What follows belongs to an exercise in optimizing a design on an open flow for small area, a short achievable clock period and few clock cycles per item; a production flow would make more cautious choices.

== south ==
==> flow/design.v (excerpt) <==
module kw_unwrap (
    input  wire         clk,
    input  wire         rst,       
    input  wire         start,     
    input  wire [127:0] kek,       
    input  wire [191:0] wrapped,   
    output wire         busy,
    output wire         done,      
    output wire         ok,        
    output wire [127:0] key        
);
    localparam [63:0] KW_IV = 64'hA6A6A6A6A6A6A6A6;
    reg         busy_r;
    reg         done_r;
    reg         kexp;     
    reg         first;    
    reg [3:0]   rnd;      
    reg [3:0]   t;        
    reg [127:0] st;       
    reg [63:0]  ro;       
    reg [127:0] rk;       
    reg [127:0] kl;       
    wire accept = start && !busy_r;
    wire last   = !kexp && (rnd == 4'd0);
    assign busy = busy_r;
    assign done = done_r;
    assign ok   = (st[127:64] == KW_IV);
    assign key  = {st[63:0], ro};
    function [7:0] rcon1;
        input [3:0] r;
        case (r)
            4'd0:    rcon1 = 8'h01;
            4'd1:    rcon1 = 8'h02;
            4'd2:    rcon1 = 8'h04;
            4'd3:    rcon1 = 8'h08;
            4'd4:    rcon1 = 8'h10;
            4'd5:    rcon1 = 8'h20;
            4'd6:    rcon1 = 8'h40;
            4'd7:    rcon1 = 8'h80;
            4'd8:    rcon1 = 8'h1b;
  ...
==> module kw_unwrap, before the edit <==
module kw_unwrap (
    input  wire         clk,
    input  wire         rst,       
    input  wire         start,     
    input  wire [127:0] kek,       
    input  wire [191:0] wrapped,   
    output wire         busy,
    output wire         done,      
    output wire         ok,        
    output wire [127:0] key        
);
    localparam [63:0] KW_IV = 64'hA6A6A6A6A6A6A6A6;
    reg         busy_r;
    reg         done_r;
    reg         kexp;     
    reg         first;    
    reg [3:0]   rnd;      
    reg [3:0]   t;        
    reg [127:0] st;       
    reg [63:0]  ro;       
    reg [127:0] rk;       
    reg [127:0] kl;       
    wire accept = start && !busy_r;
    wire last   = !kexp && (rnd == 4'd0);
    assign busy = busy_r;
    assign done = done_r;
    assign ok   = (st[127:64] == KW_IV);
    assign key  = {st[63:0], ro};
    function [7:0] rcon1;
        input [3:0] r;
        case (r)
            4'd0:    rcon1 = 8'h01;
            4'd1:    rcon1 = 8'h02;
            4'd2:    rcon1 = 8'h04;
            4'd3:    rcon1 = 8'h08;
            4'd4:    rcon1 = 8'h10;
            4'd5:    rcon1 = 8'h20;
            4'd6:    rcon1 = 8'h40;
            4'd7:    rcon1 = 8'h80;
            4'd8:    rcon1 = 8'h1b;
            4'd9:    rcon1 = 8'h36;
            default: rcon1 = 8'h00;
        endcase
    endfunction
    wire [31:0]  w0 = rk[127:96];
    wire [31:0]  w1 = rk[95:64];
    wire [31:0]  w2 = rk[63:32];
    wire [31:0]  w3 = rk[31:0];
    wire [31:0]  v3 = w3 ^ w2;
    wire [31:0]  v2 = w2 ^ w1;
    wire [31:0]  v1 = w1 ^ w0;
    wire [31:0]  sw_in  = kexp ? w3 : v3;
    wire [31:0]  rot    = {sw_in[23:0], sw_in[31:24]};
    wire [31:0]  sw_out;
    genvar gb, gc, gr;
    generate
        for (gb = 0; gb < 4; gb = gb + 1) begin : g_sbox
            aes_sbox u_sbox (.a(rot[8*gb +: 8]), .y(sw_out[8*gb +: 8]));
        end
    endgenerate
    wire [31:0]  temp = sw_out ^ {rcon1(rnd), 24'h000000};
    wire [31:0]  n0 = w0 ^ temp;
    wire [31:0]  n1 = v1 ^ temp;
    wire [31:0]  n2 = (v2 ^ w0) ^ temp;
    wire [31:0]  n3 = (v3 ^ v1) ^ temp;
    wire [127:0] key_next = {n0, n1, n2, n3};
    wire [127:0] key_prev = {n0, v1, v2, v3};
    wire [127:0] blk = {st[127:64] ^ {60'd0, t}, ro} ^ rk;
    wire [127:0] imc;
    generate
        for (gc = 0; gc < 4; gc = gc + 1) begin : g_imc
            aes_inv_mixcol u_imc (.c(st[32*gc +: 32]), .y(imc[32*gc +: 32]));
        end
    endgenerate
    wire [127:0] x = first ? blk : imc;
    wire [127:0] isr;
    generate
        for (gc = 0; gc < 4; gc = gc + 1) begin : g_col
            for (gr = 0; gr < 4; gr = gr + 1) begin : g_row
                assign isr[127 - 8*(gr + 4*((gc + gr) % 4)) -: 8] =
                       x[127 - 8*(gr + 4*gc) -: 8];
            end
        end
    endgenerate
    wire [127:0] isb;
    generate
        for (gb = 0; gb < 16; gb = gb + 1) begin : g_isbox
            aes_inv_sbox u_isbox (.a(isr[8*gb +: 8]), .y(isb[8*gb +: 8]));
        end
    endgenerate
    wire [127:0] ark = isb ^ key_prev;
    always @(posedge clk) begin
        if (rst) begin
            busy_r <= 1'b0;
            done_r <= 1'b0;
            kexp   <= 1'b0;
            first  <= 1'b0;
        end else begin
            done_r <= 1'b0;
            if (accept) begin
                busy_r <= 1'b1;
                kexp   <= 1'b1;
                first  <= 1'b0;
                rnd    <= 4'd0;
                t      <= 4'd12;
            end else if (busy_r) begin
                if (kexp) begin
                    if (rnd == 4'd9) begin
                        kexp  <= 1'b0;
                        first <= 1'b1;
                    end else begin
                        rnd <= rnd + 4'd1;
                    end
                end else begin
                    first <= (rnd == 4'd0);
                    if (rnd == 4'd0) begin
                        rnd <= 4'd9;
                        t   <= t - 4'd1;
                        if (t == 4'd1) begin
                            busy_r <= 1'b0;
                            done_r <= 1'b1;
                        end
                    end else begin
                        rnd <= rnd - 4'd1;
                    end
                end
            end
        end
    end
    always @(posedge clk) begin
        if (accept)
            rk <= kek;
        else if (kexp)
            rk <= key_next;
        else if (last)
            rk <= kl;
        else
            rk <= key_prev;
    end
    always @(posedge clk) begin
        if (kexp)
            kl <= key_next;
    end
    always @(posedge clk) begin
        if (accept) begin
            st <= wrapped[191:64];
            ro <= wrapped[63:0];
        end else if (busy_r && !kexp) begin
            st <= ark;
            if (first) ro <= st[63:0];
        end
    end
endmodule
clock: 8.0 ns
lec_check: 0
cap_margin: 20
core_margin: 2
core_utilization: 25
slew_margin: 20
synth_hierarchical: 1
run.sh (not shown) runs the stock make flow with config.mk's settings and CLKGATE_MAP_FILE= SYNTH_SCRIPT=/design/flow/synth_recipe.tcl, a recipe that flattens the netlist after the stock synthesis.
What north does differently from south at the input level:
--- a/flow/design.v
+++ b/flow/design.v
@@ -573,4 +573,5 @@
     reg [127:0] kl;       
     wire accept = start && !busy_r;
+    genvar gb, gc, gr;
     wire last   = !kexp && (rnd == 4'd0);
     assign busy = busy_r;
@@ -598,11 +599,9 @@
     wire [31:0]  w2 = rk[63:32];
     wire [31:0]  w3 = rk[31:0];
-    wire [31:0]  v3 = w3 ^ w2;
+    wire [31:0]  v3 = w3 ^ w2;    
     wire [31:0]  v2 = w2 ^ w1;
     wire [31:0]  v1 = w1 ^ w0;
-    wire [31:0]  sw_in  = kexp ? w3 : v3;
-    wire [31:0]  rot    = {sw_in[23:0], sw_in[31:24]};
+    wire [31:0]  rot = {v3[23:0], v3[31:24]};
     wire [31:0]  sw_out;
-    genvar gb, gc, gr;
     generate
         for (gb = 0; gb < 4; gb = gb + 1) begin : g_sbox
@@ -614,6 +613,7 @@
     wire [31:0]  n1 = v1 ^ temp;
     wire [31:0]  n2 = (v2 ^ w0) ^ temp;
-    wire [31:0]  n3 = (v3 ^ v1) ^ temp;
-    wire [127:0] key_next = {n0, n1, n2, n3};
+    wire [31:0]  n3 = (v3 ^ v2) ^ (w0 ^ temp);
+    wire [127:0] key_next = {n0, n1, n2, n3};         
+    wire [127:0] key_next_y = {n0, n1, n2, v3};       
     wire [127:0] key_prev = {n0, v1, v2, v3};
     wire [127:0] blk = {st[127:64] ^ {60'd0, t}, ro} ^ rk;
@@ -681,7 +681,7 @@
     always @(posedge clk) begin
         if (accept)
-            rk <= kek;
+            rk <= {kek[127:32], kek[63:32] ^ kek[31:0]};
         else if (kexp)
-            rk <= key_next;
+            rk <= (rnd == 4'd9) ? key_next : key_next_y;
         else if (last)
             rk <= kl;
==> notes.md <==
Relative to south, via density per instance has decreased by about 0.4% in north.
north leaves more setup margin than south.
Cell count of the worst reg-to-reg path: north vs south down about 3.6%
north ended up with a higher total of fill cells in the finished design than south did.
Function was not checked in any run of this note: the RTL went through the layout flow alone.

re-timing with driven ports:
No port has a modelled driver above. Below, the same layouts with a new extraction and two added sets of constraints. Step 1 sets driving cells, clkbuf_16 on the clock port and buf_2 on the other inputs (assumed; they add their load-dependent delay and slew). Step 2 moves the port delays by t, midway between the first and last clock arrival at a register: inputs arrive t later, outputs are due t later. That takes back most of the time a late clock gives input paths. a / b / c = ideal ports / drivers / drivers and shift; a / b = the first two.
run | t, ns | setup slack, ns | worst setup path after step 2 | slew at the worst register clock pin (ns) | worst data-port slew with drivers (ns)
south | 0.764 | 0.343 / 0.343 / 0.343 | register to register | 0.07 / 0.07 | 0.14
north | 0.766 | 0.386 / 0.386 / 0.386 | register to register | 0.08 / 0.08 | 0.15
After both steps setup and hold are still met in every run listed.
